Background: an optimization exercise with open tools, aiming at small area, a short achievable clock period and few clock cycles per item. Do not read the settings as production practice.
RTL that was checked went through simulation tests only; none was proved equivalent to the original.

==> module kiln_pe_cadd, before the edit <==
module kiln_pe_cadd #(
    parameter W = 28
) (
    input  wire [W-1:0] x,
    input  wire [W-1:0] y,
    output wire [W-1:0] s0,
    output wire [W-1:0] s1
);
    localparam L = $clog2(W);
    wire [W-1:0] p = x ^ y;
    wire [W-1:0] gg [0:L];
    wire [W-1:0] pp [0:L];
    assign gg[0] = x & y;
    assign pp[0] = p;
    genvar l, i;
    generate
        for (l = 0; l < L; l = l + 1) begin : g_lvl
            for (i = 0; i < W; i = i + 1) begin : g_bit
                if (i >= (1 << l)) begin : g_op
                    assign gg[l+1][i] = gg[l][i] | (pp[l][i] & gg[l][i - (1 << l)]);
                    assign pp[l+1][i] = pp[l][i] & pp[l][i - (1 << l)];
                end else begin : g_pass
                    assign gg[l+1][i] = gg[l][i];
                    assign pp[l+1][i] = pp[l][i];
                end
            end
        end
    endgenerate
    wire [W-1:0] c0 = {gg[L][W-2:0], 1'b0};
    wire [W-1:0] c1 = {gg[L][W-2:0] | pp[L][W-2:0], 1'b1};
    assign s0 = p ^ c0;
    assign s1 = p ^ c1;
endmodule
Settings: LEC_CHECK=0, ABC_AREA=1, CAP_MARGIN=20, CORE_MARGIN=2, CORE_UTILIZATION=40, SLEW_MARGIN=20; clock period 32.0 ns.
standard.sh (not shown) runs the stock make flow with config.mk's settings and CLKGATE_MAP_FILE= SYNTH_SCRIPT=/design/flow/synth_recipe.tcl, a recipe that flattens the netlist after the stock synthesis.
==> flow/flow/run.sh <==
#!/bin/bash
# The standard layout, with timing repair aiming for 23 ns of setup slack.
set -euo pipefail
bash standard.sh SETUP_SLACK_MARGIN=23 finish > standard.log 2>&1
Rerun with:
--- a/flow/design.v
+++ b/flow/design.v
@@ -37,13 +37,13 @@
 ) (
     input  wire [W-1:0] x,
     input  wire [W-1:0] y,
     output wire [W-1:0] s0,
     output wire [W-1:0] s1
 );
-    localparam L = $clog2(W);
+    localparam L = (W > 32) ? 6 : (W > 16) ? 5 : (W > 8) ? 4 : (W > 4) ? 3 : (W > 2) ? 2 : 1;
     wire [W-1:0] p = x ^ y;
     wire [W-1:0] gg [0:L];
     wire [W-1:0] pp [0:L];
     assign gg[0] = x & y;
     assign pp[0] = p;
     genvar l, i;
- setup slack stays the same
- routed wire length does not change
- fmax does not change
- non-clock buffer count is unchanged
- sequential cell count does not change
Testbench counts after the change, summed over its fixed seeds: cycles 19,387, steps 19,363.
Function not checked in the first run of this note: the RTL went through the layout flow alone.


Setup of 04-18:
kiln_pe, a different RTL version from the one above (not shown whole).
Size in the first run: ~6,900 cells after synthesis, roughly 220 flip-flops, about 130 I/O pins, about 35,000 sq um of cells after synthesis.
==> module kiln_pe_fpdec, before the edit <==
module kiln_pe_fpdec (
    input  wire [3:0]        fmt,
    input  wire [15:0]       x,
    input  wire [7:0]        scale,
    output reg               sign,
    output reg  [10:0]       sig,
    output reg  [7:0]        ee,
    output reg               is_inf,
    output reg               is_nan,
    output reg               is_zero
);
    reg [7:0]        e;       
    reg signed [9:0] k;       
    reg              lns;
    always @* begin
        sign    = 1'b0;
        sig     = 11'd0;
        e       = 8'd0;
        k       = 10'sd0;
        is_inf  = 1'b0;
        is_nan  = 1'b0;
        is_zero = 1'b0;
        lns     = 1'b0;
        case (fmt)
            4'h0: begin  
                sign = x[7];
                sig  = {x[7] ? 8'd0 - x[7:0] : x[7:0], 3'd0};
            end
            4'h1: begin  
                sig  = {x[7:0], 3'd0};
            end
            4'h7: begin  
                sign   = x[15];
                e      = {3'd0, x[14:10]};
                sig    = {(x[14:10] != 5'd0), x[9:0]};
                k      = -10'sd77;
                is_inf = (x[14:10] == 5'h1F) && (x[9:0] == 10'd0);
                is_nan = (x[14:10] == 5'h1F) && (x[9:0] != 10'd0);
            end
            4'h8: begin  
                sign   = x[15];
                e      = x[14:7];
                sig    = {(x[14:7] != 8'd0), x[6:0], 3'd0};
                k      = -10'sd189;
                is_inf = (x[14:7] == 8'hFF) && (x[6:0] == 7'd0);
                is_nan = (x[14:7] == 8'hFF) && (x[6:0] != 7'd0);
            end
            4'h9: begin  
                sign   = x[7];
                e      = {4'd0, x[6:3]};
                sig    = {(x[6:3] != 4'd0), x[2:0], 7'd0};
                k      = -10'sd69;
                is_nan = (x[6:0] == 7'h7F);
            end
            4'hA: begin  
                sign   = x[7];
                e      = {3'd0, x[6:2]};
                sig    = {(x[6:2] != 5'd0), x[1:0], 8'd0};
                k      = -10'sd77;
                is_inf = (x[6:2] == 5'h1F) && (x[1:0] == 2'd0);
                is_nan = (x[6:2] == 5'h1F) && (x[1:0] != 2'd0);
            end
            4'hC: begin  
                lns     = 1'b1;
                sign    = x[5];
                sig     = {6'd0, x[4:0]};
                is_nan  = (x[5:0] == 6'h30);
                is_zero = (x[5:0] == 6'h10);
            end
            default: begin  
                sign   = x[3];
                e      = {6'd0, x[2:1]};
                sig    = {(x[2:1] != 2'd0), x[0], 9'd0};
                k      = -10'sd63;
            end
        endcase
        ee = (e == 8'd0) ? 8'd1 : e;
        if (lns)
            ee = 8'd0;
        else
            is_zero = (sig == 11'd0) && !is_inf && !is_nan;
        if (scale == 8'hFF) begin
            is_nan  = 1'b1;
            is_inf  = 1'b0;
            is_zero = 1'b0;
        end
    end
endmodule
Settings: LEC_CHECK=0, ABC_AREA=1, CAP_MARGIN=20, CORE_MARGIN=2, CORE_UTILIZATION=40, SLEW_MARGIN=20; clock period 32.0 ns.
==> flow/flow/run.sh <==
#!/bin/bash
# The standard layout with these changes: ADDER_MAP_FILE= SETUP_SLACK_MARGIN=24 'BUFFER_PORTS_ARGS=-buffer_cell sky130_fd_sc_hd__buf_2'
set -euo pipefail
bash standard.sh ADDER_MAP_FILE= SETUP_SLACK_MARGIN=24 'BUFFER_PORTS_ARGS=-buffer_cell sky130_fd_sc_hd__buf_2' finish > standard.log 2>&1
Testbench counts of 04-18, summed over its fixed seeds: cycles 19,387, steps 19,363.
Input changes introduced in 05-02 (baseline for comparison: 04-18):
diff --git a/flow/design.v b/flow/design.v
--- a/flow/design.v
+++ b/flow/design.v
@@ -152,14 +152,20 @@
                 k      = -10'sd63;
             end
         endcase
         ee = (e == 8'd0) ? 8'd1 : e;
         if (lns)
             ee = 8'd0;
+        else if (fmt == 4'h7 || fmt == 4'h8)
+            is_zero = (x[14:0] == 15'd0);
+        else if (fmt == 4'h9 || fmt == 4'hA)
+            is_zero = (x[6:0] == 7'd0);
+        else if (fmt == 4'hB)
+            is_zero = (x[2:0] == 3'd0);
         else
-            is_zero = (sig == 11'd0) && !is_inf && !is_nan;
+            is_zero = (x[7:0] == 8'd0);
         if (scale == 8'hFF) begin
             is_nan  = 1'b1;
             is_inf  = 1'b0;
             is_zero = 1'b0;
         end
     end
Results
NOTE: post-synthesis net count in 05-02 exceeds that of 04-18. [compare] base=04-18 new=05-02: instance area at placement shows an increase of about 2.7%; maximum achievable frequency shows an increase of 0.0017 GHz. The number of inserted filler cells in the final layout of 05-02 is higher than that of 04-18.
Testbench counts of 05-02, summed over its fixed seeds: cycles 19,387, steps 19,363.

## port drivers added, routing unchanged
How much do the figures lean on ideal ports? The routed layouts below were timed once more, with nothing changed but the port constraints. Step 1: set_driving_cell puts a clkbuf_16 on clk and a buf_2 on each other input, an assumption about the parent block. Step 2 times the ports against the registers' clock, not the clock port: input delays grow and output delays shrink by t, the midpoint of the rising clock arrivals with the driver on. Three values: ideal, step 1, step 2; two values: the first two.
run	shift t [ns]	setup slack, ns	worst setup path after step 2
the first run of note 1	0.621	23.370 / 23.370 / 23.370	register to register
the second run of note 1	0.621	23.370 / 23.370 / 23.370	register to register
04-18	0.604	24.125 / 24.153 / 23.549	input to register
05-02	0.635	24.231 / 24.251 / 23.617	input to register
After both steps every run listed still meets setup and hold. The setup slack of 05-02, which loses most, moves by +0.020 ns with the drivers and by -0.614 ns with both steps.
